What follows belongs to an exercise in optimizing a design on an open flow for small area, a short achievable clock period and few clock cycles; a production flow would make more cautious choices. The RTL was checked by simulation tests, not by an equivalence proof against the original design. Power figures rest on the tool's default switching activity, not on a simulated workload.

File: design.v
module grd_sha256 (
    input  wire         clk,
    input  wire         rst,         
    input  wire         in_valid,
    output wire         in_ready,
    input  wire [31:0]  in_word,
    output reg          out_valid,
    output wire [255:0] out_dig
);
    localparam [31:0] IV0 = 32'h6a09e667, IV1 = 32'hbb67ae85,
                      IV2 = 32'h3c6ef372, IV3 = 32'ha54ff53a,
                      IV4 = 32'h510e527f, IV5 = 32'h9b05688c,
                      IV6 = 32'h1f83d9ab, IV7 = 32'h5be0cd19;
    reg  [7:0]   n;
    reg  [3:0]   sc;      
    reg  [31:0]  a, b, c, d, e, f, g, h;
    reg  [511:0] wq;      
    reg  [31:0]  hkw;     
    reg  [31:0]  ps, pc;  
    reg  [31:0]  kreg;    
    reg  [31:0]  wr;      
    reg          vr;      
    wire [31:0] w [0:15];
    genvar gi;
    generate for (gi = 0; gi < 16; gi = gi + 1) begin : g_w
        assign w[gi] = wq[32*gi +: 32];
    end endgenerate
    reg  f_load, f_ffa, f_ffb, f_rot, f_wh, f_wsched, f_wop;
    reg  f_lt15, f_last, f_n0, f_n1;
    reg  [3:0] f_ffs;     
    reg  sz;              
    reg  stall, rot, pass;
    wire take  = f_load & vr & sz;              
    wire ff    = f_ffa | f_ffb;
    assign in_ready = f_last | (f_load & ~vr) | (f_lt15 & take);
    wire acc = in_valid & in_ready;
    wire [7:0] n1   = (n == 8'd137) ? 8'd0 : n + 8'd1;
    wire [7:0] nn   = stall ? n : n1;           
    wire       vr_n = acc | (vr & ~take);
    wire [3:0] sc_n = (stall & ~f_n0) ? sc + 4'd1 : sc;    
    wire       load_n  = (nn < 8'd16);
    wire       n0_n    = (nn == 8'd0);
    wire       n1_n    = (nn == 8'd1);
    wire       ffa_n   = (nn >= 8'd66) & (nn <= 8'd69);
    wire       ffb_n   = (nn >= 8'd134);
    wire       stall_n = load_n & ~(vr_n & (sc_n == 4'd0));
    always @(posedge clk) begin
        if (rst) begin
            n         <= 8'd0;
            sc        <= 4'd0;
            sz        <= 1'b1;
            out_valid <= 1'b0;
            vr        <= 1'b0;
            stall     <= 1'b1;
            rot       <= 1'b1;
            pass      <= 1'b1;
            f_lt15    <= 1'b1;
            f_last    <= 1'b0;
            f_n0      <= 1'b1;
            f_n1      <= 1'b0;
            f_load    <= 1'b1;
            f_ffa     <= 1'b0;
            f_ffs     <= 4'd0;
            f_ffb     <= 1'b0;
            f_rot     <= 1'b0;
            f_wh      <= 1'b0;
            f_wsched  <= 1'b1;
            f_wop     <= 1'b1;
        end else begin
            out_valid <= f_last;
            vr        <= vr_n;
            sc        <= sc_n;
            sz        <= (sc_n == 4'd0);
            stall     <= stall_n;
            rot       <= stall_n | n1_n;
            pass      <= stall_n | n1_n | n0_n | ffa_n | ffb_n;
            n         <= nn;
            f_load    <= load_n;
            f_lt15    <= (nn < 8'd15);
            f_last    <= (nn == 8'd137);
            f_n0      <= n0_n;
            f_n1      <= n1_n;
            f_ffa     <= ffa_n;
            f_ffs     <= {nn == 8'd69, nn == 8'd68, nn == 8'd67, nn == 8'd66};
            f_ffb     <= ffb_n;
            f_rot     <= (nn >= 8'd71);
            f_wh      <= (nn >= 8'd67) & (nn <= 8'd70);
            f_wsched  <= (nn <= 8'd63);
            f_wop     <= (nn <= 8'd64);
        end
    end
    always @(posedge clk)
        if (in_ready)
            wr <= {in_word[7:0], in_word[15:8], in_word[23:16], in_word[31:24]};
    reg [31:0] rom_k, rom_kw;
    always @(*) begin
        case (nn[5:0])
            6'd1: rom_k = 32'h428a2f98;
            6'd2: rom_k = 32'h71374491;
            6'd3: rom_k = 32'hb5c0fbcf;
            6'd4: rom_k = 32'he9b5dba5;
            6'd5: rom_k = 32'h3956c25b;
            6'd6: rom_k = 32'h59f111f1;
            6'd7: rom_k = 32'h923f82a4;
            6'd8: rom_k = 32'hab1c5ed5;
            6'd9: rom_k = 32'hd807aa98;
            6'd10: rom_k = 32'h12835b01;
            6'd11: rom_k = 32'h243185be;
            6'd12: rom_k = 32'h550c7dc3;
            6'd13: rom_k = 32'h72be5d74;
            6'd14: rom_k = 32'h80deb1fe;
            6'd15: rom_k = 32'h9bdc06a7;
            6'd16: rom_k = 32'hc19bf174;
            6'd17: rom_k = 32'he49b69c1;
            6'd18: rom_k = 32'hefbe4786;
            6'd19: rom_k = 32'h0fc19dc6;
            6'd20: rom_k = 32'h240ca1cc;
            6'd21: rom_k = 32'h2de92c6f;
            6'd22: rom_k = 32'h4a7484aa;
            6'd23: rom_k = 32'h5cb0a9dc;
            6'd24: rom_k = 32'h76f988da;
            6'd25: rom_k = 32'h983e5152;
            6'd26: rom_k = 32'ha831c66d;
            6'd27: rom_k = 32'hb00327c8;
            6'd28: rom_k = 32'hbf597fc7;
            6'd29: rom_k = 32'hc6e00bf3;
            6'd30: rom_k = 32'hd5a79147;
            6'd31: rom_k = 32'h06ca6351;
            6'd32: rom_k = 32'h14292967;
            6'd33: rom_k = 32'h27b70a85;
            6'd34: rom_k = 32'h2e1b2138;
            6'd35: rom_k = 32'h4d2c6dfc;
            6'd36: rom_k = 32'h53380d13;
            6'd37: rom_k = 32'h650a7354;
            6'd38: rom_k = 32'h766a0abb;
            6'd39: rom_k = 32'h81c2c92e;
            6'd40: rom_k = 32'h92722c85;
            6'd41: rom_k = 32'ha2bfe8a1;
            6'd42: rom_k = 32'ha81a664b;
            6'd43: rom_k = 32'hc24b8b70;
            6'd44: rom_k = 32'hc76c51a3;
            6'd45: rom_k = 32'hd192e819;
            6'd46: rom_k = 32'hd6990624;
            6'd47: rom_k = 32'hf40e3585;
            6'd48: rom_k = 32'h106aa070;
            6'd49: rom_k = 32'h19a4c116;
            6'd50: rom_k = 32'h1e376c08;
            6'd51: rom_k = 32'h2748774c;
            6'd52: rom_k = 32'h34b0bcb5;
            6'd53: rom_k = 32'h391c0cb3;
            6'd54: rom_k = 32'h4ed8aa4a;
            6'd55: rom_k = 32'h5b9cca4f;
            6'd56: rom_k = 32'h682e6ff3;
            6'd57: rom_k = 32'h748f82ee;
            6'd58: rom_k = 32'h78a5636f;
            6'd59: rom_k = 32'h84c87814;
            6'd60: rom_k = 32'h8cc70208;
            6'd61: rom_k = 32'h90befffa;
            6'd62: rom_k = 32'ha4506ceb;
            6'd63: rom_k = 32'hbef9a3f7;
            6'd0: rom_k = 32'hc67178f2;
        endcase
    end
    always @(*) begin
        case (nn[5:0])
            6'd5: rom_kw = 32'hc28a2f98;
            6'd6: rom_kw = 32'h71374491;
            6'd7: rom_kw = 32'hb5c0fbcf;
            6'd8: rom_kw = 32'he9b5dba5;
            6'd9: rom_kw = 32'h3956c25b;
            6'd10: rom_kw = 32'h59f111f1;
            6'd11: rom_kw = 32'h923f82a4;
            6'd12: rom_kw = 32'hab1c5ed5;
            6'd13: rom_kw = 32'hd807aa98;
            6'd14: rom_kw = 32'h12835b01;
            6'd15: rom_kw = 32'h243185be;
            6'd16: rom_kw = 32'h550c7dc3;
            6'd17: rom_kw = 32'h72be5d74;
            6'd18: rom_kw = 32'h80deb1fe;
            6'd19: rom_kw = 32'h9bdc06a7;
            6'd20: rom_kw = 32'hc19bf374;
            6'd21: rom_kw = 32'h649b69c1;
            6'd22: rom_kw = 32'hf0fe4786;
            6'd23: rom_kw = 32'h0fe1edc6;
            6'd24: rom_kw = 32'h240cf254;
            6'd25: rom_kw = 32'h4fe9346f;
            6'd26: rom_kw = 32'h6cc984be;
            6'd27: rom_kw = 32'h61b9411e;
            6'd28: rom_kw = 32'h16f988fa;
            6'd29: rom_kw = 32'hf2c65152;
            6'd30: rom_kw = 32'ha88e5a6d;
            6'd31: rom_kw = 32'hb019fc65;
            6'd32: rom_kw = 32'hb9d99ec7;
            6'd33: rom_kw = 32'h9a1231c3;
            6'd34: rom_kw = 32'he70eeaa0;
            6'd35: rom_kw = 32'hfdb1232b;
            6'd36: rom_kw = 32'hc7353eb0;
            6'd37: rom_kw = 32'h3069bad5;
            6'd38: rom_kw = 32'hcb976d5f;
            6'd39: rom_kw = 32'h5a0f118f;
            6'd40: rom_kw = 32'hdc1eeefd;
            6'd41: rom_kw = 32'h0a35b689;
            6'd42: rom_kw = 32'hde0b7a04;
            6'd43: rom_kw = 32'h58f4ca9d;
            6'd44: rom_kw = 32'he15d5b16;
            6'd45: rom_kw = 32'h007f3e86;
            6'd46: rom_kw = 32'h37088980;
            6'd47: rom_kw = 32'ha507ea32;
            6'd48: rom_kw = 32'h6fab9537;
            6'd49: rom_kw = 32'h17406110;
            6'd50: rom_kw = 32'h0d8cd6f1;
            6'd51: rom_kw = 32'hcdaa3b6d;
            6'd52: rom_kw = 32'hc0bbbe37;
            6'd53: rom_kw = 32'h83613bda;
            6'd54: rom_kw = 32'hdb48a363;
            6'd55: rom_kw = 32'h0b02e931;
            6'd56: rom_kw = 32'h6fd15ca7;
            6'd57: rom_kw = 32'h521afaca;
            6'd58: rom_kw = 32'h31338431;
            6'd59: rom_kw = 32'h6ed41a95;
            6'd60: rom_kw = 32'h6d437890;
            6'd61: rom_kw = 32'hc39c91f2;
            6'd62: rom_kw = 32'h9eccabbd;
            6'd63: rom_kw = 32'hb5c9a0e6;
            6'd0: rom_kw = 32'h532fb63c;
            6'd1: rom_kw = 32'hd2c741c6;
            6'd2: rom_kw = 32'h07237ea3;
            6'd3: rom_kw = 32'ha4954b68;
            6'd4: rom_kw = 32'h4c191d76;
        endcase
    end
    always @(posedge clk)
        kreg <= (nn > 8'd64) ? rom_kw : rom_k;
    wire [31:0] ivx = ({32{f_ffs[0]}} & IV3) | ({32{f_ffs[1]}} & IV2) |
                      ({32{f_ffs[2]}} & IV1) | ({32{f_ffs[3]}} & IV0);
    wire [31:0] ivy = ({32{f_ffs[0]}} & IV7) | ({32{f_ffs[1]}} & IV6) |
                      ({32{f_ffs[2]}} & IV5) | ({32{f_ffs[3]}} & IV4);
    function [63:0] csa(input [31:0] x, input [31:0] y, input [31:0] z);
        reg [31:0] s, cy;
        begin
            s  = x ^ y ^ z;
            cy = ((x & y) | (x & z) | (y & z)) << 1;
            csa = {cy, s};
        end
    endfunction
    function [31:0] add(input [31:0] x, input [31:0] y);
        reg [31:0] g, p, gn, pn;
        integer k, i, j;
        begin
            g = x & y;
            p = x ^ y;
            for (k = 0; k < 5; k = k + 1) begin
                gn = g; pn = p;
                for (i = 0; i < 32; i = i + 1)
                    if ((i >> k) & 1) begin
                        j = ((i >> k) << k) - 1;
                        gn[i] = g[i] | (p[i] & g[j]);
                        pn[i] = p[i] & p[j];
                    end
                g = gn; p = pn;
            end
            add = x ^ y ^ {g[30:0], 1'b0};
        end
    endfunction
    reg  [31:0] wnew;
    wire [31:0] ss0  = {w[2][6:0], w[2][31:7]} ^ {w[2][17:0], w[2][31:18]} ^ (w[2] >> 3);
    wire [31:0] ss1  = {w[15][16:0], w[15][31:17]} ^ {w[15][18:0], w[15][31:19]} ^ (w[15] >> 10);
    wire [63:0] ws1  = csa(w[1], w[10], ss0);
    wire [63:0] ws2  = csa(ws1[31:0], ws1[63:32], ss1);
    always @(posedge clk)
        wnew <= add(ws2[31:0], ws2[63:32]);
    wire [31:0] wop  = f_wop ? w[15] : 32'd0;
    wire [63:0] hs1  = csa(g, kreg, wop);
    wire [31:0] hkw_n = add(hs1[31:0], hs1[63:32]);
    wire [31:0] s0   = {a[1:0], a[31:2]} ^ {a[12:0], a[31:13]} ^ {a[21:0], a[31:22]};
    wire [31:0] maj  = (a & b) ^ (a & c) ^ (b & c);
    wire [63:0] es2  = csa(ps, pc, d);
    wire [63:0] as2  = csa(ps, pc, maj);
    wire [63:0] as3  = csa(as2[31:0], as2[63:32], s0);
    wire [31:0] ffx  = f_ffb ? w[13] : ivx;
    wire [31:0] ffy  = f_ffb ? w[5]  : ivy;
    wire [31:0] xa   = f_n0 ? IV1 : rot ? 32'd0 : ffx;
    wire [31:0] ya   = f_n0 ? 32'd0 : d;
    wire [31:0] xe   = f_n0 ? IV5 : rot ? 32'd0 : ffy;
    wire [31:0] ye   = f_n0 ? 32'd0 : h;
    wire [31:0] e_new = pass ? add(xe, ye) : add(es2[31:0], es2[63:32]);
    wire [31:0] a_new = add(pass ? xa : as3[31:0], pass ? ya : as3[63:32]);
    wire [31:0] hkw_nx = stall ? hkw : hkw_n;
    wire [31:0] s1_nx  = {e_new[5:0], e_new[31:6]} ^ {e_new[10:0], e_new[31:11]} ^ {e_new[24:0], e_new[31:25]};
    wire [31:0] ch_nx  = (e_new & e) ^ (~e_new & f);
    wire [63:0] p_nx   = csa(hkw_nx, s1_nx, ch_nx);
    always @(posedge clk) begin
        ps <= p_nx[31:0];
        pc <= p_nx[63:32];
    end
    always @(posedge clk) begin
        a <= a_new;
        e <= e_new;
        if (f_n0) begin
            b <= IV2; c <= IV3; d <= IV0;
            f <= IV6; g <= IV7; h <= IV4;
        end else begin
            b <= a; c <= b; d <= c;
            f <= e; g <= f; h <= g;
        end
    end
    always @(posedge clk)
        hkw <= hkw_nx;
    always @(posedge clk) begin
        wq[223:0]   <= wq[255:32];
        wq[255:224] <= f_wh ? e : w[8];
        wq[479:256] <= wq[511:288];
        wq[511:480] <= ((f_load & ~take) | f_rot) ? w[0] :
                       f_load ? wr : f_wsched ? wnew : a;
    end
    function [31:0] bswap(input [31:0] x);
        bswap = {x[7:0], x[15:8], x[23:16], x[31:24]};
    endfunction
    assign out_dig = {bswap(h), bswap(g), bswap(f), bswap(e),
                      bswap(d), bswap(c), bswap(b), bswap(a)};
endmodule
File: flow/run.sh
#!/bin/bash
# Layout flow: the standard flow (standard.sh: the standard synthesis and
# steps), with two changes to how the layout is made:
#  - the timing repair aims at a larger setup margin, so that the layout runs
#    at a shorter period than the 12 ns constraint requires;
#  - the port buffers that global placement inserts are buf_4 cells.
# The full make output goes to standard_flow.log; ORFS keeps each step's log
# under orfs/logs.
set -euo pipefail
bash standard.sh SETUP_SLACK_MARGIN=8 "BUFFER_PORTS_ARGS=-buffer_cell sky130_fd_sc_hd__buf_4" finish > standard_flow.log 2>&1
File: standard.sh
#!/bin/bash
# synth_recipe.tcl (not shown) runs the flow's synth.tcl, then flattens the netlist and writes it again
# the make line also repeats each setting of config.mk as NAME=value (left out here)
make -C /OpenROAD-flow-scripts/flow DESIGN_CONFIG=/design/flow/config.mk WORK_HOME=/design/flow/orfs CLKGATE_MAP_FILE= SYNTH_SCRIPT=/design/flow/synth_recipe.tcl "${@:-finish}"
File: config.mk
export PLATFORM = sky130hd
export DESIGN_NAME = grd_sha256
export DESIGN_NICKNAME = grd_sha256
export VERILOG_FILES = /design/flow/design.v
export SDC_FILE = /design/flow/constraint.sdc
export NUM_CORES = 4
export LEC_CHECK = 0
export CAP_MARGIN = 20
export CORE_MARGIN = 2
export CORE_UTILIZATION = 40
export PLACE_DENSITY = 0.6
export SLEW_MARGIN = 20
File: constraint.sdc
create_clock -name core_clock -period 12.0 [get_ports {clk}]
set_input_delay 2.4000 -clock core_clock [delete_from_list [all_inputs] [get_ports {clk}]]
set_output_delay 2.4000 -clock core_clock [all_outputs]
set_load 0.01 [all_outputs]
==> impl_metrics.py <==
metrics = {
    "detailed_routing": {
        "vias": 37300,
        "wl_per_cell_um": 30.4,
        "dr.pass1.iters": 7,
        "postRouteWirelength_um": 199000,
        "ant_nets": 0,
        "dr.first_iter.drc_count": 4660,
        "vias_per_cell": 5.70,
        "drc": 0,
    },
    "global_routing": {
        "grt_first_pass_wirelength_um": 270000,
        "grt_max_degree": 68,
        "grt_usage_pct": 32.7,
        "grt_pass1_vias": 35300,
        "grt_antenna_before_repair": 19,
        "grt_overflow": 0,
    },
    "min_path": {
        "hp-start": "wq[472]",
        "min_delay_path_depth": 0,
        "hold_class": "register to register",
        "min_to": "wq[440]",
    },
    "setup_path": {
        "critPathTopFamily": "adder cells",
        "critPathLaunchType": "register",
        "cp.arrival_ns": 4.94,
        "rrSetupSlack_ns": 7.63,
        "worstReg2RegEnd": "ps[22]",
        "path_max_fanout": 4,
        "cp_cell_sequence": "fa_1 > ha_1 > and4_2 > nand4_1 > or3_4 > nand2_4 > buf_4 > a211oi_2 > o21bai_1 > xor2_2 > mux2i_4 > buf_4 > buf_6 > xnor2_2 > xnor2_2 > fa_2",
        "slowest_delay_ns": 0.47,
        "worst-r2r-cell-count": 16,
        "critical_path_class": "register to register",
        "worstPathRequired_ns": 12.57,
        "cp_slowest_cell": "fa_2",
        "regToRegStartpoint": "ps[13]",
        "cp-end-kind": "register",
        "path_buf_inv": 3,
    },
    "timing": {
        "setup_tns_ns": 0,
        "rsz0062_at_grt": "true",
        "final_max_slew_viol_count": 0,
        "fmax_ghz": 0.229,
        "min_period_over_period_pct": 36.4,
        "setup_ws_ns": 7.63,
        "setup_violations": 0,
        "tightestPinTransition_ns": 1.22,
        "fin_worst_skew_ns": 0.0351,
        "relSlewSlack_pct": 17.8,
        "hold_violations": 0,
        "min_period_ns": 4.37,
    },
    "synthesis": {
        "yosys_warnings": 1,
        "netlist_area_mm2": 0.0457,
        "synth-async-reset-ratio_pct": 0,
        "synth_edf_count": 32,
        "synth_cell_type_count": 100,
        "yosys_register_bits": 990,
        "syn-instance-count": 4541,
        "ys_seq_area_share_pct": 44.0,
        "avgSynthCellArea_um2": 10.1,
        "synth_fp_nets": 4988,
        "ys.flop_type": "dfxtp_1",
    },
    "finish": {
        "layout_common_cells": "dfxtp_1, buf_4, inv_1",
        "areaGrowthSynthToFinish_pct": 27.9,
        "largest_register": "wq",
        "drive_above_1_share_pct": 29.9,
        "layout_commonest_cell": "dfxtp_1",
        "fin_nets": 5396,
        "largest_reg_flops": 512,
    },
    "power_and_ir_drop": {
        "vdd_drop_max_mv": 0.203,
        "clkPwrFrac_pct": 16.9,
        "pwr_density_cell_mw_per_mm2": 333,
        "p_comb_share_pct": 56.0,
        "cellLeakagePower_nw": 24.4,
        "p_sw_share_pct": 43.0,
        "power.internal_mw": 11.1,
        "switchingPower_mw": 8.38,
        "pwr-share-seq_pct": 27.1,
    },
    "floorplanning": {
        "design.core.area_mm2": 0.114,
        "die_w_um": 342,
        "dieArea_mm2": 0.117,
        "start_util_pct": 40.2,
        "fp.dieH_um": 342,
        "io_pins": 293,
        "rows": 124,
    },
    "placement": {
        "globalplace.congestion": 1.08,
        "pre_cts_ws_ns": 6.60,
        "io_buffers": 292,
        "hpwl_um": 148000,
    },
    "run": {
        "maxCapViolations": 0,
    },
    "clock_tree": {
        "path_clk_slew_ns": 0.07,
        "cts_buffers": 99,
        "root_buffer": "clkbuf_16",
        "clock_latency_ns": 0.70,
        "cts_sinks": 990,
        "cts_tree": "yes",
        "htree_levels": 3,
        "cts_max_path_buffers": 3,
        "hold_buffers": 0,
    },
    "run_status": {
        "status": "timing/DRC/antenna clean",
    },
}
## power by group through the flow
stage	registers (mW)	clock network, mW	logic [mW]
floorplan	4.74	0	5.95
global placement	5.36	0	8.31
detailed placement	5.36	0	8.44
CTS	5.26	3.32	9.74
global route	5.32	3.45	11.8
finish	5.30	3.29	10.9
## per-stage QoR
stage	hold slack, ns	cells	util (%)	area, µm²	power (mW)
after floorplan	0.310	4541	-	45900	10.7
after global placement	0.310	6179	43.6	49600	13.7
after detailed placement	0.312	6179	43.6	49600	13.8
after CTS	0.314	6477	49.7	56600	18.3
after global routing	0.318	6543	51.4	58500	20.5
final	0.306	6550	51.4	58500	19.5
## how the worst max path moves through the flow
stage / start / to / slack [ns] / cells after the start
floorplan: f_ffb / ps[22] / 7.94 / 18
global placement: f_n0 / ps[20] / 6.66 / 14
detailed placement: f_n0 / ps[20] / 6.60 / 14
CTS: wq[76] / wnew[31] / 7.62 / 17
global route: f_ffb / ps[2] / 7.52 / 19
finish: ps[13] / ps[22] / 7.63 / 16
## final cells by class
class | count | area (µm²)
Multi-Input combinational cell | 2995 | 26600
Clock buffer | 134 | 2840
Antenna cell | 7 | 17.5
Timing Repair Buffer | 550 | 4830
Fill cell | 10200 | 55400
Sequential cell | 990 | 20400
Tap cell | 1512 | 1890
Inverter | 313 | 1200
Clock inverter | 49 | 669
## cell families after synthesis
group,count (synthesis),share of synthesized area (%)
simple gates,1075,11.6
flops,990,44.0
compound gates,982,13.6
buf+inv,556,4.78
fa+ha+maj,420,15.3
xor+xnor,393,7.54
mux,125,3.09
## routing by layer
layer | global-route usage, % | routed length, µm | vias up
met2 | 50.2 | 85700 | 2205
met4 | 18.9 | 14900 | 18
met5 | 0 | 126 | -
met1 | 42.8 | 79100 | 18300
li1 | - | - | 16200
met3 | 6.55 | 19000 | 619
## repair_timing
action,in CTS,in global routing
setup buffers,110,64
cloned,5,2
pin swaps,149,134
endpoints found under the setup margin,214,129
gates resized for setup,590,275
## Yosys cell counts, types with 52 or more instances
cell      number  area, µm²
mux2_2        64        721
clkbuf_1     183        687
mux2i_1       52        521
or2_2        107        669
inv_1        309       1160
a21o_1        75        563
nand2_1      305       1140
o21ai_0      272       1360
nor3_1        76        380
nor2b_1      148        926
ha_1         177       2210
a21oi_1      254       1270
fa_1         235       4700
nand3_1       61        305
xor2_1       133       1160
nor2_1       224        841
dfxtp_1      958      19200
xnor2_1      259       2270
Testbench counts, summed over its fixed seeds: cycles 82,812.

re-timing with driven ports:
In the flow no input, the clock included, has a driving cell. The finished layout below was timed again as built, in two steps. Step 1, drivers: a clkbuf_16 drives clk and a buf_2 each remaining input, both assumed. Step 2, shift: input delay + t, output delay - t, t = (earliest + latest rising clock arrival at the registers) / 2. This alone moves slack from input paths to output paths. Three values: ideal ports, drivers, drivers and shift; two values: the first two.
t, ns: 0.760
setup slack, ns: 7.626 / 7.626 / 7.626
worst register clock-pin slew, ns: 0.07 / 0.07
worst slew at a driven data input, ns: 0.07
pins driven straight from the clock port: 1
After both steps this run still meets setup and hold. For this run, drivers alone change the setup slack by 0.000 ns; drivers and shift together by 0.000 ns.
